What follows belongs to an exercise in optimizing a design on an open flow for small area; a production flow would make more cautious choices. Only simulation tests tie the RTL to the original design; equivalence was not proved. The flow treats the clock pin as an ideal source, which a real chip does not have. Power and IR drop assume default switching activity.

==> inputs of try-fjord <==
==> flow/design.v (excerpt) <==
module word_codec (
    input              clk,
    input              rst,
    input              enc_valid,
    input              enc_dram,
    input              enc_poison,
    input      [127:0] enc_data,
    input      [23:0]  enc_addr,
    input      [17:0]  enc_row,
    output reg         enc_out_valid,
    output reg [15:0]  enc_check,
    input              dec_valid,
    input              dec_dram,
    input      [127:0] dec_data,
    input      [15:0]  dec_check,
    input      [23:0]  dec_addr,
    input      [17:0]  dec_row,
    output reg         dec_out_valid,
    output reg [127:0] dec_out_data,
    output reg [8:0]   dec_out_check,
    output reg [2:0]   dec_class,
    output reg         dec_hash_err,
    output             dec_ce,
    output             dec_ue
);
==> flow/config.mk <==
export PLATFORM = sky130hd
export DESIGN_NAME = word_codec
export DESIGN_NICKNAME = word_codec
export VERILOG_FILES = /design/flow/design.v
export SDC_FILE = /design/flow/constraint.sdc
export NUM_CORES = 4
export LEC_CHECK = 0
export CAP_MARGIN = 20
export CORE_MARGIN = 2
export CORE_UTILIZATION = 40
export SLEW_MARGIN = 20
export BUFFER_PORTS_ARGS = -buffer_cell sky130_fd_sc_hd__buf_1
export CTS_ARGS = -sink_clustering_enable -repair_clock_nets -dont_use_dummy_load -buf_list sky130_fd_sc_hd__clkbuf_8
==> flow/constraint.sdc <==
create_clock -name core_clock -period 10.0 [get_ports {clk}]
set_input_delay 2.0000 -clock core_clock [delete_from_list [all_inputs] [get_ports {clk}]]
set_output_delay 2.0000 -clock core_clock [all_outputs]
set_load 0.01 [all_outputs]
standard.sh (not shown) runs the stock make flow with config.mk's settings and CLKGATE_MAP_FILE= SYNTH_SCRIPT=/design/flow/synth_recipe.tcl, a recipe that flattens the netlist after the stock synthesis.
==> flow/flow/run.sh <==
#!/bin/bash
# Standard synthesis and layout, with:
#  - flow/extra.mk settings: every port still gets a buffer, of the smallest
#    buffer cell; the clock tree is built without dummy loads;
#  - flow/post.py run on the synthesized netlist before floorplanning: an
#    area clean-up of the combinational cells only (registers untouched).
set -euo pipefail
cat flow/extra.mk >> config.mk
R=orfs/results/sky130hd/word_codec/base
bash standard.sh synth > standard_synth.log 2>&1
cp $R/1_2_yosys.v standard_1_2_yosys.v
python3 flow/post.py $R/1_2_yosys.v > post.log 2>&1
rm -f $R/1_synth.odb $R/1_synth.sdc
bash standard.sh > standard.log 2>&1
==> flow/flow/post.py <==
#!/usr/bin/env python3
"""Area clean-up of the mapped sky130hd netlist that standard synthesis wrote.

The combinational logic is rewritten only into logic of the same function;
registers, their names and cell types are left as they are.
  1. each three-input XOR/XNOR cell becomes two two-input cells (less area);
  2. a gate whose output feeds only XOR/XNOR inputs is replaced by its
     complement when that is smaller (and2 -> nand2, or2 -> nor2, ...), and
     the XOR/XNOR cells it feeds swap type to absorb the inversion;
  3. buffers that synthesis added for fanout are removed (the layout's own
     repair adds what the placed design needs).
usage: post.py netlist.v   (rewritten in place)
"""
import re, sys
from collections import defaultdict

path = sys.argv[1]
src = open(path).read()
P = "sky130_fd_sc_hd__"

m = re.search(r'\bmodule\s+(\w+)\s*\((.*?)\);', src, re.S)
hdr_end = m.end()
end = src.rindex("endmodule")
body = src[hdr_end:end]

# split body into declarations, instances and assigns
inst_re = re.compile(r'(\S+)\s+(\S+)\s*\((\s*\..*?)\);', re.S)
pin_re = re.compile(r'\.(\w+)\(\s*(.*?)\s*\)\s*(?:,|$)', re.S)
items = []          # list of ('text', str) or ('inst', dict)
pos = 0
for mm in re.finditer(r'[^;]*;', body, re.S):
    stmt = mm.group(0)
    s = stmt.strip()
    im = inst_re.fullmatch(s)
    if im and im.group(1).startswith(P):
        pins = dict((a, b) for a, b in pin_re.findall(im.group(3)))
        items.append(['inst', {'cell': im.group(1)[len(P):], 'name': im.group(2), 'pins': pins}])
    else:
        items.append(['text', stmt])
tail = body[sum(len(x[1]) if x[0] == 'text' else 0 for x in items):]  # not used

ports = set()
for mm in re.finditer(r'\b(input|output|inout)\b\s*(\[[^\]]*\])?\s*([^;]*);', body):
    for n in mm.group(3).split(','):
        ports.add(n.strip())
def is_port(net):
    base = net.split('[')[0].strip()
    return base in ports

OUTPINS = {'X', 'Y', 'Q', 'Q_N', 'SUM', 'COUT', 'HI', 'LO'}
def outs(i):
    return [p for p in i['pins'] if p in OUTPINS]

insts = [x[1] for x in items if x[0] == 'inst']
stats = defaultdict(int)
newwires = []
nid = [0]
def newnet():
    nid[0] += 1
    w = f"post_n{nid[0]}"
    newwires.append(w)
    return w

# 1. split 3-input XORs
out_items = []
for x in items:
    if x[0] == 'inst' and re.fullmatch(r'x(n?)or3_\d+', x[1]['cell']):
        i = x[1]; p = i['pins']; t = newnet()
        xn = i['cell'].startswith('xnor')
        a = {'cell': 'xor2_1', 'name': i['name'] + '_a', 'pins': {'A': p['A'], 'B': p['B'], 'X': t}}
        b = {'cell': 'xnor2_1' if xn else 'xor2_1', 'name': i['name'] + '_b',
             'pins': {'A': t, 'B': p['C'], ('Y' if xn else 'X'): p['X']}}
        out_items += [['inst', a], ['inst', b]]
        stats['split xor3'] += 1
    else:
        out_items.append(x)
items = out_items

def build():
    insts = [x[1] for x in items if x[0] == 'inst']
    drv = {}; loads = defaultdict(list)
    for i in insts:
        for p, n in i['pins'].items():
            if p in OUTPINS: drv[n] = (i, p)
            else: loads[n].append((i, p))
    return insts, drv, loads

def is_xor(i):
    return re.fullmatch(r'x(n?)or2_\d+', i['cell']) is not None
def toggle_xor(i):
    p = i['pins']
    if i['cell'].startswith('xor2'):
        i['cell'] = 'xnor2_1'; p['Y'] = p.pop('X')
    else:
        i['cell'] = 'xor2_1'; p['X'] = p.pop('Y')

# 2. polarity absorption
COMP = {  # cell -> (complement cell, out pin before, out pin after)
    'and2_0': ('nand2_1', 'X', 'Y'), 'and2_1': ('nand2_1', 'X', 'Y'),
    'or2_0': ('nor2_1', 'X', 'Y'), 'or2_1': ('nor2_1', 'X', 'Y'),
    'and3_1': ('nand3_1', 'X', 'Y'), 'or3_1': ('nor3_1', 'X', 'Y'),
    'and4_1': ('nand4_1', 'X', 'Y'), 'or4_1': ('nor4_1', 'X', 'Y'),
    'a21o_1': ('a21oi_1', 'X', 'Y'), 'o21a_1': ('o21ai_1', 'X', 'Y'),
    'a22o_1': ('a22oi_1', 'X', 'Y'), 'o22a_1': ('o22ai_1', 'X', 'Y'),
    'a31o_1': ('a31oi_1', 'X', 'Y'), 'o31a_1': ('o31ai_1', 'X', 'Y'),
    'a211o_1': ('a211oi_1', 'X', 'Y'), 'o211a_1': ('o211ai_1', 'X', 'Y'),
}
insts, drv, loads = build()
inv_of = {}
for i in insts:
    o = outs(i)
    if len(o) != 1: continue
    n = i['pins'][o[0]]
    if is_port(n) or not loads[n] or not all(is_xor(li) for li, _ in loads[n]): continue
    c = i['cell']
    if c in COMP:
        nc, po, pn = COMP[c]
        i['cell'] = nc; i['pins'][pn] = i['pins'].pop(po)
    elif re.fullmatch(r'nor2b_\d', c):
        # Y = !A & B_N  ->  !Y = nand2(B_N, !A)
        a = i['pins']['A']
        if a not in inv_of:
            w = newnet(); inv_of[a] = w
            items.append(['inst', {'cell': 'inv_1', 'name': f'post_inv{len(inv_of)}', 'pins': {'A': a, 'Y': w}}])
        i['cell'] = 'nand2_1'; i['pins'] = {'A': i['pins']['B_N'], 'B': inv_of[a], 'Y': n}
    else:
        continue
    stats['complemented ' + c] += 1
    for li, _ in loads[n]:
        toggle_xor(li)

# 3. remove buffers added by synthesis
insts, drv, loads = build()
rename = {}
keep = []
for x in items:
    if x[0] == 'inst' and re.fullmatch(r'(clk)?buf_\d+', x[1]['cell']):
        i = x[1]; a = i['pins']['A']; y = i['pins']['X']
        if not is_port(y) and not is_port(a):
            rename[y] = a; stats['removed buffer'] += 1
            continue
    keep.append(x)
items = keep
def res(n):
    while n in rename: n = rename[n]
    return n
for x in items:
    if x[0] == 'inst':
        for p in x[1]['pins']:
            x[1]['pins'][p] = res(x[1]['pins'][p])

out = [src[:hdr_end]]
out.append("".join(f"\n  wire {w};" for w in newwires))
for x in items:
    if x[0] == 'text': out.append(x[1])
    else:
        i = x[1]
        pins = ",\n".join(f"    .{p}({n}{' ' if n.startswith(chr(92)) else ''})" for p, n in i['pins'].items())
        out.append(f"\n  {P}{i['cell']} {i['name']} (\n{pins}\n  );")
out.append("\n" + src[end:])
open(path, 'w').write("".join(out))
for k, v in sorted(stats.items()): print(f"{k}: {v}")
Other scripts of this flow, unchanged in this note and not shown: flow/flow/extra.mk
==> try-maple (differences from try-fjord) <==
--- a/flow/flow/run.sh
+++ b/flow/flow/run.sh
@@ -5,5 +5,7 @@
 #  - flow/post.py run on the synthesized netlist before floorplanning: an
-#    area clean-up of the combinational cells only (registers untouched).
+#    area clean-up of the combinational cells only (registers untouched);
+#  - flow/post_cts.tcl after CTS: smaller clock buffers where slew allows.
 set -euo pipefail
 cat flow/extra.mk >> config.mk
+echo "export POST_CTS_TCL = $PWD/flow/post_cts.tcl" >> config.mk
 R=orfs/results/sky130hd/word_codec/base
@@ -11,3 +13,3 @@
 cp $R/1_2_yosys.v standard_1_2_yosys.v
-python3 flow/post.py $R/1_2_yosys.v > post.log 2>&1
+python3 flow/post.py $R/1_2_yosys.v "$FLOW_HOME/platforms/sky130hd/lib/sky130_fd_sc_hd__tt_025C_1v80.lib" > post.log 2>&1
 rm -f $R/1_synth.odb $R/1_synth.sdc
==> flow/flow/clkdown.tcl (new file) <==
# Clock buffers: try each at a smaller size, keep the smaller one when every
# flip-flop clock pin's slew stays under the limit.
proc my_clk_worst_slew {} {
  set worst 0
  foreach pin [get_pins -hierarchical */CLK] {
    set s [get_property $pin slew_max]
    if {$s > $worst} {set worst $s}
  }
  return $worst
}
proc my_clk_downsize {limit} {
  estimate_parasitics -placement
  set sizes {sky130_fd_sc_hd__clkbuf_1 sky130_fd_sc_hd__clkbuf_2 sky130_fd_sc_hd__clkbuf_4 sky130_fd_sc_hd__clkbuf_8 sky130_fd_sc_hd__clkbuf_16}
  set block [ord::get_db_block]
  foreach inst [$block getInsts] {
    set m [[$inst getMaster] getName]
    set k [lsearch $sizes $m]
    if {$k <= 0} continue
    if {![string match "clkbuf*" [$inst getName]]} continue
    for {set j 0} {$j < $k} {incr j} {
      set trial [lindex $sizes $j]
      replace_cell [$inst getName] $trial
      estimate_parasitics -placement
      if {[my_clk_worst_slew] <= $limit} {
        puts "clock buffer [$inst getName]: $m -> $trial"
        set m $trial
        break
      }
      replace_cell [$inst getName] $m
    }
  }
  estimate_parasitics -placement
  puts "clock pins worst slew [my_clk_worst_slew]"
}
--- a/flow/flow/post.py
+++ b/flow/flow/post.py
@@ -11,3 +11,3 @@
      repair adds what the placed design needs).
-usage: post.py netlist.v   (rewritten in place)
+usage: post.py netlist.v liberty.lib   (netlist rewritten in place)
 """
@@ -131,2 +131,23 @@
 
+# 2b. a nand2b/nor2b whose inverted input is shared by several such cells
+# becomes a nand2/nor2 fed by one shared inverter
+insts, drv, loads = build()
+groups = defaultdict(list)
+for i in insts:
+    c = i['cell']
+    if re.fullmatch(r'nand2b_1', c): groups[i['pins']['A_N']].append(i)
+    elif re.fullmatch(r'nor2b_1', c): groups[i['pins']['B_N']].append(i)
+for a, g in groups.items():
+    if len(g) < 2 and a not in inv_of: continue
+    if a not in inv_of:
+        w = newnet(); inv_of[a] = w
+        items.append(['inst', {'cell': 'inv_1', 'name': f'post_inv{len(inv_of)}', 'pins': {'A': a, 'Y': w}}])
+    for i in g:
+        p = i['pins']
+        if i['cell'].startswith('nand2b'):
+            i['pins'] = {'A': inv_of[a], 'B': p['B'], 'Y': p['Y']}; i['cell'] = 'nand2_1'
+        else:
+            i['pins'] = {'A': p['A'], 'B': inv_of[a], 'Y': p['Y']}; i['cell'] = 'nor2_1'
+        stats['shared inverter for ' + ('nand2b' if i['cell'] == 'nand2_1' else 'nor2b')] += 1
+
 # 3. remove buffers added by synthesis
@@ -151,2 +172,21 @@
 
+# 4. smallest drive strength for every combinational cell (the layout's
+# repair sizes up what timing, slew or load needs)
+AREA = {}
+if len(sys.argv) > 2:
+    lib = open(sys.argv[2]).read()
+    for c in re.split(r'\n\s*cell\s*\(', lib)[1:]:
+        mm = re.match(r'\s*"?sky130_fd_sc_hd__(\w+)"?', c)
+        a = re.search(r'\barea\s*:\s*([\d.]+)', c)
+        if mm and a: AREA[mm.group(1)] = float(a.group(1))
+for x in items:
+    if x[0] != 'inst': continue
+    i = x[1]; c = i['cell']
+    mm = re.fullmatch(r'(\w+?)_(\d+)', c)
+    if not mm or c.startswith('df') or c not in AREA: continue
+    base = mm.group(1)
+    best = min((AREA[f"{base}_{d}"], d) for d in ('0', '1', '2', '4') if f"{base}_{d}" in AREA and d in ('0', '1'))  if any(f"{base}_{d}" in AREA for d in ('0', '1')) else None
+    if best and best[0] < AREA[c]:
+        i['cell'] = f"{base}_{best[1]}"; stats['downsized ' + c] += 1
+
 out = [src[:hdr_end]]
==> flow/flow/post_cts.tcl (new file) <==
source [file join [file dirname [info script]] clkdown.tcl]
my_clk_downsize 0.110
Settings changed: POST_CTS_TCL set to /design/flow/flow/post_cts.tcl.
==> summary of the runs <==
Between try-maple and try-fjord, the lower setup slack is in try-fjord (gap 0.65 ns). Global-route usage: try-maple is higher than try-fjord (0.13 points). try-fjord went through all stages and came out clean. try-maple finished clean. Non-clock buffer count: try-fjord is higher than try-maple (5). Between try-maple and try-fjord, the lower core utilization is in try-maple (gap 0.14 points). Of try-fjord and try-maple, try-fjord has the higher via count (gap 0.20%, measured against try-maple). In cell count, try-fjord and try-maple hardly differ. Of try-fjord and try-maple, try-fjord has the higher first-iteration DRC count (gap about 23%, measured against try-maple). Of try-fjord and try-maple, try-fjord has the higher cell area (gap 0.80%, measured against try-maple). Between try-maple and try-fjord, the lower combinational power is in try-maple (gap 5.1%, measured against try-fjord).
==> figures <==
metric                                                                            try-maple                try-fjord
Outcome                                                    no timing/DRC/antenna violations  no timing/DRC/antenna violations
Vias per std cell                                                                      4.58                     4.59
Logic power comb                                                                  0.00413 W                0.00435 W
First-pass GRT wire length                                                         63600 µm                 63300 µm
Pwr/cell area                                                                    360 nW/µm²               373 nW/µm²
Clk tree area frac                                                                    1.44%                    1.57%
Required time worst endpoint                                                       10.73 ns                 10.39 ns
Hold Worst Slack                                                                    1.38 ns                  1.70 ns
N_diodes                                                                                  7                        2
Maximum number of pins on one net before global-route repair                             17                       19
Met1 track demand over resource in global routing                                     29.1%                    28.9%
Share of the final layout cell area in sequential cells                               21.6%                    21.4%
Number of antenna violations at the first check in global routing                         7                        3
Power share of the sequential group                                                   15.8%                    15.1%
CP max stage cell                                                  sky130_fd_sc_hd__xnor2_1  sky130_fd_sc_hd__nor3_1
Number of cells in the finished layout apart from fillers                              2268                     2266
Share of the core filled with cells in the final layout                               49.8%                    49.9%
Minimum clock period                                                                5.46 ns                  6.11 ns
Signal buf overhead                                                                   13.4%                    13.5%

## separate check: timing with driven ports
The flow's constraints put no driver on any port. The routed layouts listed below were extracted and timed again, unchanged, in two steps.
Step 1 assumes that a clkbuf_16 drives the clock port and a buf_2 every other input.
Step 2 moves the port delays by t, midway between the first and last clock arrival at a register: inputs arrive t later, outputs are due t later. That takes back most of the time a late clock gives input paths.
Slacks: ideal ports / drivers / drivers and shift; pairs: ideal ports / drivers.
run	t (ns)	setup slack, ns	worst setup path after step 2	worst data-port slew with drivers (ns)
try-fjord	0.507	3.887 / 3.876 / 3.369	input to register	0.07
try-maple	0.846	4.538 / 4.553 / 3.707	input to register	0.11
After both steps every run listed still meets setup and hold. The setup slack of try-maple, which loses most, moves by +0.015 ns with the drivers and by -0.831 ns with both steps.
